Context: an optimization exercise on an open-source flow, tuned for small area, a short achievable clock period and few clock cycles per item. The choices shown serve that exercise and are no tape-out recipe.
The RTL was checked by simulation tests, not by an equivalence proof against the original design.

**flow/config.mk**
```make
export PLATFORM = sky130hd
export DESIGN_NAME = sha256_stream
export DESIGN_NICKNAME = sha256_stream
export VERILOG_FILES = /design/flow/design.v
export SDC_FILE = /design/flow/constraint.sdc
export NUM_CORES = 4
export LEC_CHECK = 0
export CAP_MARGIN = 20
export CORE_MARGIN = 2
export CORE_UTILIZATION = 70
export CTS_BUF_LIST = sky130_fd_sc_hd__clkbuf_16
export CTS_CLUSTER_DIAMETER = 100
export CTS_CLUSTER_SIZE = 24
export PLACE_DENSITY = 0.72
export SETUP_SLACK_MARGIN = 5
export SLEW_MARGIN = 20
```
**flow/constraint.sdc**
```tcl
create_clock -name core_clock -period 10.0 [get_ports {clk}]
set_input_delay 2.0000 -clock core_clock [delete_from_list [all_inputs] [get_ports {clk}]]
set_output_delay 2.0000 -clock core_clock [all_outputs]
set_load 0.01 [all_outputs]
```
**flow/design.v**
```verilog
module sha256_stream (
    input  wire         clk,
    input  wire         rst,           
    input  wire         in_valid,
    output wire         in_ready,
    input  wire [63:0]  in_data,
    input  wire         in_last,
    input  wire [3:0]   in_nbytes,     
    output wire         out_valid,
    input  wire         out_ready,
    output wire [255:0] out_digest
);
    integer i;
    reg [31:0] w [0:15];               
    reg [31:0] a, b, c, d, e, f, g, hh, hk;
    reg [31:0] hv [0:7];               
    reg [3:0]  q;                      
    reg        running;                
    reg [5:0]  t;                      
    reg        upd_pending;            
    reg        blk_first, blk_last;    
    reg [3:0]  m;                      
    reg        pend_first, pend_last;  
    reg        ended;                  
    reg        marker;                 
    reg        fresh;                  
    reg        ov;                     
    reg        upd;                    
    reg        ldiv;                   
    reg        start;                  
    reg        hsel_h, hsel_iv;        
    reg        sched;                  
    reg        slot_ok;                
    reg [60:0] nbytes;
    reg [3:0]  inc_r;
    reg        first_r;
    reg [31:0] kn;
    always @(*) begin
        case (t)
            6'd63: kn = 32'h428a2f98; 6'd0:  kn = 32'h71374491;
            6'd1:  kn = 32'hb5c0fbcf; 6'd2:  kn = 32'he9b5dba5;
            6'd3:  kn = 32'h3956c25b; 6'd4:  kn = 32'h59f111f1;
            6'd5:  kn = 32'h923f82a4; 6'd6:  kn = 32'hab1c5ed5;
            6'd7:  kn = 32'hd807aa98; 6'd8:  kn = 32'h12835b01;
            6'd9:  kn = 32'h243185be; 6'd10: kn = 32'h550c7dc3;
            6'd11: kn = 32'h72be5d74; 6'd12: kn = 32'h80deb1fe;
            6'd13: kn = 32'h9bdc06a7; 6'd14: kn = 32'hc19bf174;
            6'd15: kn = 32'he49b69c1; 6'd16: kn = 32'hefbe4786;
            6'd17: kn = 32'h0fc19dc6; 6'd18: kn = 32'h240ca1cc;
            6'd19: kn = 32'h2de92c6f; 6'd20: kn = 32'h4a7484aa;
            6'd21: kn = 32'h5cb0a9dc; 6'd22: kn = 32'h76f988da;
            6'd23: kn = 32'h983e5152; 6'd24: kn = 32'ha831c66d;
            6'd25: kn = 32'hb00327c8; 6'd26: kn = 32'hbf597fc7;
            6'd27: kn = 32'hc6e00bf3; 6'd28: kn = 32'hd5a79147;
            6'd29: kn = 32'h06ca6351; 6'd30: kn = 32'h14292967;
            6'd31: kn = 32'h27b70a85; 6'd32: kn = 32'h2e1b2138;
            6'd33: kn = 32'h4d2c6dfc; 6'd34: kn = 32'h53380d13;
            6'd35: kn = 32'h650a7354; 6'd36: kn = 32'h766a0abb;
            6'd37: kn = 32'h81c2c92e; 6'd38: kn = 32'h92722c85;
            6'd39: kn = 32'ha2bfe8a1; 6'd40: kn = 32'ha81a664b;
            6'd41: kn = 32'hc24b8b70; 6'd42: kn = 32'hc76c51a3;
            6'd43: kn = 32'hd192e819; 6'd44: kn = 32'hd6990624;
            6'd45: kn = 32'hf40e3585; 6'd46: kn = 32'h106aa070;
            6'd47: kn = 32'h19a4c116; 6'd48: kn = 32'h1e376c08;
            6'd49: kn = 32'h2748774c; 6'd50: kn = 32'h34b0bcb5;
            6'd51: kn = 32'h391c0cb3; 6'd52: kn = 32'h4ed8aa4a;
            6'd53: kn = 32'h5b9cca4f; 6'd54: kn = 32'h682e6ff3;
            6'd55: kn = 32'h748f82ee; 6'd56: kn = 32'h78a5636f;
            6'd57: kn = 32'h84c87814; 6'd58: kn = 32'h8cc70208;
            6'd59: kn = 32'h90befffa; 6'd60: kn = 32'ha4506ceb;
            6'd61: kn = 32'hbef9a3f7; default: kn = 32'hc67178f2;
        endcase
    end
    wire [1:0] k = q[1:0];
    reg [31:0] iva, ive;
    always @(*) begin
        case (k)
            2'd0:    begin iva = 32'ha54ff53a; ive = 32'h5be0cd19; end
            2'd1:    begin iva = 32'h3c6ef372; ive = 32'h1f83d9ab; end
            2'd2:    begin iva = 32'hbb67ae85; ive = 32'h9b05688c; end
            default: begin iva = 32'h6a09e667; ive = 32'h510e527f; end
        endcase
    end
    wire [31:0] s1  = {e[5:0], e[31:6]} ^ {e[10:0], e[31:11]} ^ {e[24:0], e[31:25]};
    wire [31:0] ch  = (e & f) ^ (~e & g);
    wire [31:0] s0  = {a[1:0], a[31:2]} ^ {a[12:0], a[31:13]} ^ {a[21:0], a[31:22]};
    wire [31:0] maj = (a & b) | (c & (a | b));
    wire [31:0] xe1 = hk ^ ch ^ d;
    wire [31:0] ce1 = (hk & ch) | (d & (hk | ch));
    wire [31:0] ye1 = {ce1[30:0], 1'b0};
    wire [31:0] xe2 = xe1 ^ ye1 ^ s1;
    wire [31:0] ce2 = (xe1 & ye1) | (s1 & (xe1 | ye1));
    wire [31:0] e_rnd = xe2 + {ce2[30:0], 1'b0};
    wire [31:0] xa1 = hk ^ ch ^ maj;
    wire [31:0] ca1 = (hk & ch) | (maj & (hk | ch));
    wire [31:0] ya1 = {ca1[30:0], 1'b0};
    wire [31:0] xa2 = xa1 ^ ya1 ^ s0;
    wire [31:0] ca2 = (xa1 & ya1) | (s0 & (xa1 | ya1));
    wire [31:0] ya2 = {ca2[30:0], 1'b0};
    wire [31:0] xa3 = xa2 ^ ya2 ^ s1;
    wire [31:0] ca3 = (xa2 & ya2) | (s1 & (xa2 | ya2));
    wire [31:0] a_rnd = xa3 + {ca3[30:0], 1'b0};
    wire [31:0] ss0 = {w[1][6:0], w[1][31:7]} ^ {w[1][17:0], w[1][31:18]} ^ (w[1] >> 3);
    wire [31:0] ss1 = {w[14][16:0], w[14][31:17]} ^ {w[14][18:0], w[14][31:19]} ^ (w[14] >> 10);
    wire [31:0] wx1 = w[9] ^ w[0] ^ ss0;
    wire [31:0] wc1 = (w[9] & w[0]) | (ss0 & (w[9] | w[0]));
    wire [31:0] wy1 = {wc1[30:0], 1'b0};
    wire [31:0] wx2 = wx1 ^ wy1 ^ ss1;
    wire [31:0] wc2 = (wx1 & wy1) | (ss1 & (wx1 | wy1));
    wire [31:0] w_new = wx2 + {wc2[30:0], 1'b0};
    wire [31:0] hx = g ^ kn ^ w[1];
    wire [31:0] hc = (g & kn) | (w[1] & (g | kn));
    wire [31:0] hk_new = hx + {hc[30:0], 1'b0};
    wire [31:0] hop_a = (hsel_h ? hv[3] : 32'd0) | (hsel_iv ? iva : 32'd0);
    wire [31:0] hop_e = (hsel_h ? hv[7] : 32'd0) | (hsel_iv ? ive : 32'd0);
    wire [31:0] sum_a, sum_e;
    sha256_stream_bk #(.W(32), .LG(5)) u_add_sa (.x(hop_a), .y(d),  .s(sum_a));
    sha256_stream_bk #(.W(32), .LG(5)) u_add_se (.x(hop_e), .y(hh), .s(sum_e));
    reg [63:0] last_beat;
    always @(*) begin
        for (i = 0; i < 8; i = i + 1) begin
            if (i < in_nbytes)
                last_beat[8*i +: 8] = in_data[8*i +: 8];
            else if (i == in_nbytes)
                last_beat[8*i +: 8] = 8'h80;
            else
                last_beat[8*i +: 8] = 8'h00;
        end
    end
    wire [63:0] data_beat = in_last ? last_beat : in_data;
    wire [63:0] bitlen  = {nbytes, 3'b000};
    wire        len_beat = marker && (m == 4'd7);
    wire [31:0] pad_lo = len_beat ? bitlen[63:32] : marker ? 32'd0 : 32'h80000000;
    wire [31:0] pad_hi = len_beat ? bitlen[31:0]  : 32'd0;
    wire [31:0] dat_lo = {data_beat[7:0],   data_beat[15:8],  data_beat[23:16], data_beat[31:24]};
    wire [31:0] dat_hi = {data_beat[39:32], data_beat[47:40], data_beat[55:48], data_beat[63:56]};
    assign in_ready = slot_ok && !ended;
    wire take  = in_ready && in_valid;
    wire wr    = slot_ok && (ended || in_valid);
    wire [31:0] beat_lo = ended ? pad_lo : dat_lo;
    wire [31:0] beat_hi = ended ? pad_hi : dat_hi;
    wire [60:0] nb_cur = first_r ? 61'd0 : nbytes;
    wire [3:0]  nb_lo  = {1'b0, nb_cur[2:0]} + inc_r;
    wire [63:0] nb_hi;
    sha256_stream_bk #(.W(64), .LG(6)) u_add_nb (.x({6'd0, nb_cur[60:3]}), .y({63'd0, nb_lo[3]}), .s(nb_hi));
    assign out_valid = ov;
    genvar gj;
    generate
        for (gj = 0; gj < 8; gj = gj + 1) begin : g_out
            assign out_digest[32*gj +: 32] = {hv[gj][7:0], hv[gj][15:8], hv[gj][23:16], hv[gj][31:24]};
        end
    endgenerate
    always @(posedge clk) begin
        for (i = 1; i < 15; i = i + 1)
            w[i] <= w[i + 1];
        w[0]  <= wr ? beat_hi : w[1];
        w[15] <= wr ? beat_lo : sched ? w_new : w[0];
        a  <= running ? a_rnd : ldiv ? iva : sum_a;
        b  <= a;
        c  <= b;
        d  <= c;
        e  <= running ? e_rnd : ldiv ? ive : sum_e;
        f  <= e;
        g  <= f;
        hh <= g;
        hk <= hk_new;
        if (upd) begin
            hv[0] <= sum_a; hv[1] <= hv[0]; hv[2] <= hv[1]; hv[3] <= hv[2];
            hv[4] <= sum_e; hv[5] <= hv[4]; hv[6] <= hv[5]; hv[7] <= hv[6];
        end
        inc_r   <= !take ? 4'd0 : in_last ? in_nbytes : 4'd8;
        first_r <= take && fresh;
        nbytes  <= {nb_hi[57:0], nb_lo[2:0]};
    end
    reg [3:0] q_n, m_n;
    reg [5:0] t_n;
    reg       running_n, upd_pending_n, blk_first_n, blk_last_n;
    reg       pend_first_n, pend_last_n, ended_n, marker_n, fresh_n, ov_n;
    reg       upd_n, ldiv_n, start_n, sched_n, slot_ok_n;
    always @(*) begin
        q_n = q; m_n = m; t_n = t;
        running_n = running; upd_pending_n = upd_pending;
        blk_first_n = blk_first; blk_last_n = blk_last;
        pend_first_n = pend_first; pend_last_n = pend_last;
        ended_n = ended; marker_n = marker; fresh_n = fresh; ov_n = ov;
        if (start)
            q_n = 4'd12;
        else if (!((q == 4'd0) && !running && !upd_pending && (m == 4'd0) && pend_first && !wr))
            q_n = q + 4'd1;
        if (running) begin
            if (t != 6'd63)
                t_n = t + 6'd1;
            else begin
                running_n     = 1'b0;
                upd_pending_n = 1'b1;
            end
        end else if (start) begin
            running_n = 1'b1;
            t_n       = 6'd0;
        end
        if (upd && k == 2'd3) begin
            upd_pending_n = 1'b0;
            if (blk_last)
                ov_n = 1'b1;
        end else if (ov && out_ready) begin
            ov_n = 1'b0;
        end
        if (wr) begin
            m_n = m + 4'd1;
            if (!ended) begin
                fresh_n = 1'b0;
                if (in_last) begin
                    ended_n  = 1'b1;
                    marker_n = (in_nbytes != 4'd8);
                end
            end else if (len_beat) begin
                pend_last_n = 1'b1;
                ended_n     = 1'b0;
                marker_n    = 1'b0;
                fresh_n     = 1'b1;
            end else begin
                marker_n = 1'b1;
            end
        end
        if (start) begin
            blk_first_n  = pend_first;
            blk_last_n   = pend_last;
            pend_first_n = pend_last;
            pend_last_n  = 1'b0;
            m_n          = 4'd0;
        end
        if (rst) begin
            q_n = 4'd0; m_n = 4'd0; t_n = 6'd63;
            running_n = 1'b0; upd_pending_n = 1'b0;
            pend_first_n = 1'b1; pend_last_n = 1'b0;
            ended_n = 1'b0; marker_n = 1'b0; fresh_n = 1'b1; ov_n = 1'b0;
        end
        upd_n     = (q_n[1:0] == 2'd0) ? (upd_pending_n && !ov_n && !running_n) : upd;
        ldiv_n    = pend_first_n && (upd_n || !upd_pending_n);
        start_n   = (q_n == 4'd15) && !running_n && (m_n == 4'd8) && (upd_n || !upd_pending_n);
        sched_n   = running_n && (t_n < 6'd48);
        slot_ok_n = (q_n == {m_n[2:0], 1'b0}) && !m_n[3] && (!running_n || t_n >= 6'd48);
    end
    always @(posedge clk) begin
        q <= q_n; m <= m_n; t <= t_n;
        running <= running_n; upd_pending <= upd_pending_n;
        blk_first <= blk_first_n; blk_last <= blk_last_n;
        pend_first <= pend_first_n; pend_last <= pend_last_n;
        ended <= ended_n; marker <= marker_n; fresh <= fresh_n; ov <= ov_n;
        upd <= upd_n; ldiv <= ldiv_n; start <= start_n;
        hsel_h  <= upd_n && !blk_first_n;
        hsel_iv <= upd_n && blk_first_n;
        sched <= sched_n; slot_ok <= slot_ok_n;
    end
endmodule
module sha256_stream_bk #(parameter W = 32, parameter LG = 5) (
    input  wire [W-1:0] x,
    input  wire [W-1:0] y,
    output wire [W-1:0] s
);
    localparam NL = 2 * LG - 1;
    function [W-1:0] opmask;
        input integer l;
        integer i, sp;
        begin
            sp = (l < LG) ? (1 << l) : (1 << (NL - 1 - l));
            for (i = 0; i < W; i = i + 1)
                opmask[i] = (l < LG) ? (((i + 1) % (2 * sp)) == 0)
                                     : ((((i + 1) % (2 * sp)) == sp) && i >= 2 * sp);
        end
    endfunction
    genvar l;
    generate
        for (l = 0; l < NL; l = l + 1) begin : lvl
            localparam integer SP = (l < LG) ? (1 << l) : (1 << (NL - 1 - l));
            localparam [W-1:0] M = opmask(l);
            wire [W-1:0] gi, pi_, go, po;
            if (l == 0) begin : first
                assign gi  = x & y;
                assign pi_ = x ^ y;
            end else begin : next
                assign gi  = lvl[l-1].go;
                assign pi_ = lvl[l-1].po;
            end
            assign go = gi | (M & pi_ & (gi << SP));
            assign po = pi_ & (~M | (pi_ << SP));
        end
    endgenerate
    assign s = (x ^ y) ^ {lvl[NL-1].go[W-2:0], 1'b0};
endmodule
```
**flow/flow/run.sh**
```bash
#!/bin/bash
# The standard layout (the standard.sh, unchanged synthesis), with two make
# variables set: timing repair aims at a setup slack of 5.5 ns, and the port
# buffers use the smallest buffer cell. Its output goes to flow_make.log.
set -o pipefail
bash standard.sh SETUP_SLACK_MARGIN=5.5 "BUFFER_PORTS_ARGS=-buffer_cell sky130_fd_sc_hd__buf_1" finish > flow_make.log 2>&1
status=$?
tail -n 40 flow_make.log
exit $status
```
**flow/standard.sh**
```bash
#!/bin/bash
# synth_recipe.tcl (not shown) runs the flow's synth.tcl, then flattens the netlist and writes it again
# the make line also repeats each setting of config.mk as NAME=value (left out here)
make -C /OpenROAD-flow-scripts/flow DESIGN_CONFIG=/design/flow/config.mk WORK_HOME=/design/flow/orfs CLKGATE_MAP_FILE= SYNTH_SCRIPT=/design/flow/synth_recipe.tcl "${@:-finish}"
```
==> results.txt <==
cell type report:
type | instances | area share
inverter | 512 | 0.03356
timing repair buffer | 425 | 0.03476
sequential | 1185 | 0.4625
multi-input combinational | 2823 | 0.4217
clock buffer | 55 | 0.02399
antenna | 2 | 0.00008723
clock inverter | 23 | 0.002333
tap | 969 | 0.02113
repair_timing:
action	4_1_cts	5_1_grt
endpoints found under the setup margin	77	50
gates resized for setup	133	187
pin swaps	23	60
setup buffers	11	49
cloned	0	1
routing by layer:
layer	up-vias	GRT usage
li1	16470	-
met1	18150	0.5125
met2	2569	0.6825
met3	719	0.07298
met4	8	0.3168
met5	-	0
cells in the mapped netlist, types with 42 or more instances:
library cell,count
sky130_fd_sc_hd__xnor2_1,289
sky130_fd_sc_hd__a211oi_1,45
sky130_fd_sc_hd__nor2_1,181
sky130_fd_sc_hd__nor2b_1,60
sky130_fd_sc_hd__xor2_1,133
sky130_fd_sc_hd__inv_1,505
sky130_fd_sc_hd__dfxtp_1,928
sky130_fd_sc_hd__and3_1,42
sky130_fd_sc_hd__fa_1,281
sky130_fd_sc_hd__nand2b_1,63
sky130_fd_sc_hd__ha_1,245
sky130_fd_sc_hd__mux2i_1,52
sky130_fd_sc_hd__clkbuf_1,146
sky130_fd_sc_hd__edfxtp_1,257
sky130_fd_sc_hd__a21oi_1,241
sky130_fd_sc_hd__nor3_1,51
sky130_fd_sc_hd__o21ai_0,176
sky130_fd_sc_hd__o21ai_1,71
sky130_fd_sc_hd__nand3_1,48
sky130_fd_sc_hd__nand2_1,309
sky130_fd_sc_hd__a21o_1,109
worst max-delay path: cells and delay by family (launching register included):
| family | cells | cell delay [ps] |
|---|---|---|
| simple gates | 2 | 420 |
| buf+inv | 2 | 280 |
| fa+ha+maj | 3 | 1330 |
| mux | 1 | 280 |
| flops | 1 | 470 |
| compound gates | 6 | 1410 |
| xor+xnor | 1 | 200 |
stage by stage:
stage	hold slack, ps	worst slack [ps]	util
floorplan	309.6	5507	-
global placement	309.6	4649	0.7335
global route	324.0	5359	0.7746
detailed placement	312.1	4496	0.7335
finish	314.8	5413	0.7746
CTS	323.5	5417	0.7606
cells by family after synthesis:
| family | after synthesis | synth area share |
|---|---|---|
| DFF | 1185 | 0.5042 |
| and+or+nand+nor | 856 | 0.07947 |
| buffers and inverters | 670 | 0.04825 |
| muxes | 57 | 0.01128 |
| adders and majority gates | 528 | 0.1670 |
| xor gates and xnor gates | 422 | 0.07088 |
| AOI/OAI and AO/OA | 960 | 0.1188 |
how the worst min path moves through the flow:
stage,start,end,slack (ps),cells after the start
2_1_floorplan,w[11][0],w[10][0],310,0
4_1_cts,w[5][8],w[4][8],320,0
6_report,w[5][8],w[4][8],310,0
3_3_place_gp,w[2][0],w[1][0],310,0
5_1_grt,w[2][19],w[1][19],320,0
3_5_place_dp,w[15][1],w[14][1],310,0
==> summary.md <==
| Metric | Value |
|---|---|
| Min cycle time layout | approximately 4600 ps |
| Met3 wirelength from detailed routing | around 16,000 um |
| Effective utilization at floorplan | 0.7040 |
| Synth cell types | 87 |
| Data required time at the worst endpoint | roughly 11,000 ps |
| Total number of vias | roughly 38,000 |
| Max Slew Vio Count | 0 |
| Reg-to-reg startpoint | e[2] |
| Port Buffers | 330 |
| Number of buffers created by CTS | 55 |
| CP endpoint | e[30] |
| Final setup violating endpoints | 0 |
| Fraction of final layout cells sized beyond drive strength 1 | 0.08143 |
| Detailed-placement wirelength estimate | 126,900 um |
| Commonest cells after routing, fill and taps aside | sky130_fd_sc_hd__dfxtp_1 (828), sky130_fd_sc_hd__inv_1 (520), sky130_fd_sc_hd__buf_1 (330), sky130_fd_sc_hd__nand2_1 (306), sky130_fd_sc_hd__xnor2_1 (284) |
| Max Cap Violations | 0 |
| Die area | around 77,000 sq um |
| Number of enable flip-flop cells after synthesis | about 260 |
| Placed instance count | 5,853 |
| Reg-to-reg setup timing slack | around 5400 ps |
| Met2 wire length | 76,430 um |
| I/O pins | 331 |
| Clock sink count | approximately 1,200 |
| Initial antenna violation count | 7 |
| Die outline height | 276.9 um |
| Post-layout instance count excluding filler cells | 5,994 |
| Combined flip-flop and latch cell area | roughly 27,000 sq um |
| Top cell type's share of synthesized area | 0.3563 |
| Post-route DRC | 0 |
| Worst Setup Path Type | flip-flop to flip-flop |
| Placeable core region | 74,070 sq um |
| Worst reg2reg path endpoint | e[30] |
| Final weighted congestion of routability-driven global placement | 1.037 |
| RSZ-0062 raised after global routing | true |
| Detail Route Antenna Nets | 0 |
| Dominant cell type by area after synthesis | sky130_fd_sc_hd__dfxtp_1 |
| Fin area | 57,380 sq um |
| Gate count of the mapped netlist | 4,678 |
| Number of flip-flops and latches in the synthesized netlist | 1,185 |
| Kind of capture point of the worst setup path | flip-flop |
| Horizontal extent of the die | 276.9 um |
| Upper clock frequency limit | approximately 220 MHz |
| FILL cells | 4,683 |
| Final sum of negative setup slack | 0 ps |
| Peak fanout along the critical path | 5 |
| Final clock period utilization by the worst path | 0.4587 |
| Root buffer cell | sky130_fd_sc_hd__clkbuf_16 |
| Relative slew slack | 0.3005 |
| R2R cell count | 15 |
| Startpoint kind of the worst setup timing path | flip-flop |
| Remaining global-route overflow | 0 |
| Area growth from synthesis to final layout | 10.03% |
| Maximum number of pins on one net before global-route repair | 189 |
| Mapped Avg Cell Area | approximately 11 sq um |
| Max stage delay on crit path | 560 ps |
| Maximum buffer depth of the clock tree | 3 |
| Number of H-tree levels | 2 |
| Hold-fix buffers, CTS | 0 |
| Ordered cell list for the critical path | mux2i_2 -> inv_1 -> fa_1 -> fa_1 -> ha_1 -> a211oi_1 -> o211ai_1 -> o221ai_1 -> buf_4 -> nand3_1 -> nand2_1 -> o211ai_1 -> o31ai_1 -> xor2_1 -> a21oi_1 |
| Starting DRC count in detailed routing | 5,378 |
| Global-route wire length before repair | 238,100 um |
| Register name with the most flops | w |
| Critical path arrival | roughly 5100 ps |
| Routed length on met1 | 57,390 um |
| Status | complete, no violations |
| Nets in the synthesized netlist | between 5,000 and 6,000 |
| Async set or reset register ratio after synthesis | 0 |
| Dominant synthesized flop cell | sky130_fd_sc_hd__dfxtp_1 |
| Uppermost metal layer occupied by signal nets | met5 |
| Sequential element share of the synthesized area | 0.5042 |
| Cell at the slowest stage of the critical path | sky130_fd_sc_hd__a211oi_1 |
| Total track usage | 0.4228 |
| Cell area after synthesis | approximately 52,000 sq um |
| Average vias per placed instance | 6.324 |
| Number of global-route vias before repair | 36,790 |
| Routed WL per cell | 27.71 um |
| Transition time at the pin with the least slew margin | 1049 ps |
| Hold Path Class | flip-flop to flip-flop |
| Area of the multi-input gates | 24,190 sq um |
| Most common cell after layout, fill and taps aside | sky130_fd_sc_hd__dfxtp_1 |
| Number of warnings issued by yosys | 3 |
| Number of endpoints with negative hold slack in the final report | 0 |
| CP Launch Point | e[2] |
| Largest register FFs | between 500 and 600 |
| Total iterations of the first detailed-routing run | 10 |
| Dpl cell area | 54,330 sq um |
| Latest clock arrival within the worst-skew pair | 700 ps |
| Total number of nets in the final design | 5,601 |
| Standard-cell row count | 100 |
| CTS tree | built |
| Top flop regs | w (512), hv (256), nbytes (61) |
| Clk slew on worst S/H paths | 110 ps |
| Leading post-synthesis cells by cell area | sky130_fd_sc_hd__dfxtp_1 (36%), sky130_fd_sc_hd__edfxtp_1 (15%), sky130_fd_sc_hd__fa_1 (11%) |
| Wire length reported by the detailed router | 166,100 um |
| Worst clock skew on the final layout | ~37 ps |
Testbench counts, summed over its fixed seeds: cycles 154,972, bytes 137,133.

what the ideal ports hide:
The flow's constraints put no driver on any port. The routed layout listed below was extracted and timed again, unchanged, in two steps. Step 1: set_driving_cell puts a clkbuf_16 on clk and a buf_2 on each other input, an assumption about the parent block. Step 2 also shifts input and output timing later by t, the mid clock arrival at the registers, as if the neighbouring blocks saw the same clock. Three values: ideal ports, drivers, drivers and shift; two values: the first two.
t, ns: 0.756
slack for setup (ns): 5.413 / 5.413 / 4.827
latest minus earliest clock arrival (ns): 0.039 / 0.039
slew at the worst register clock pin (ns): 0.11 / 0.11
pins driven straight from the clock port: 1
After both steps this run still meets setup and hold. For this run, drivers alone change the setup slack by 0.000 ns; drivers and shift together by -0.586 ns.
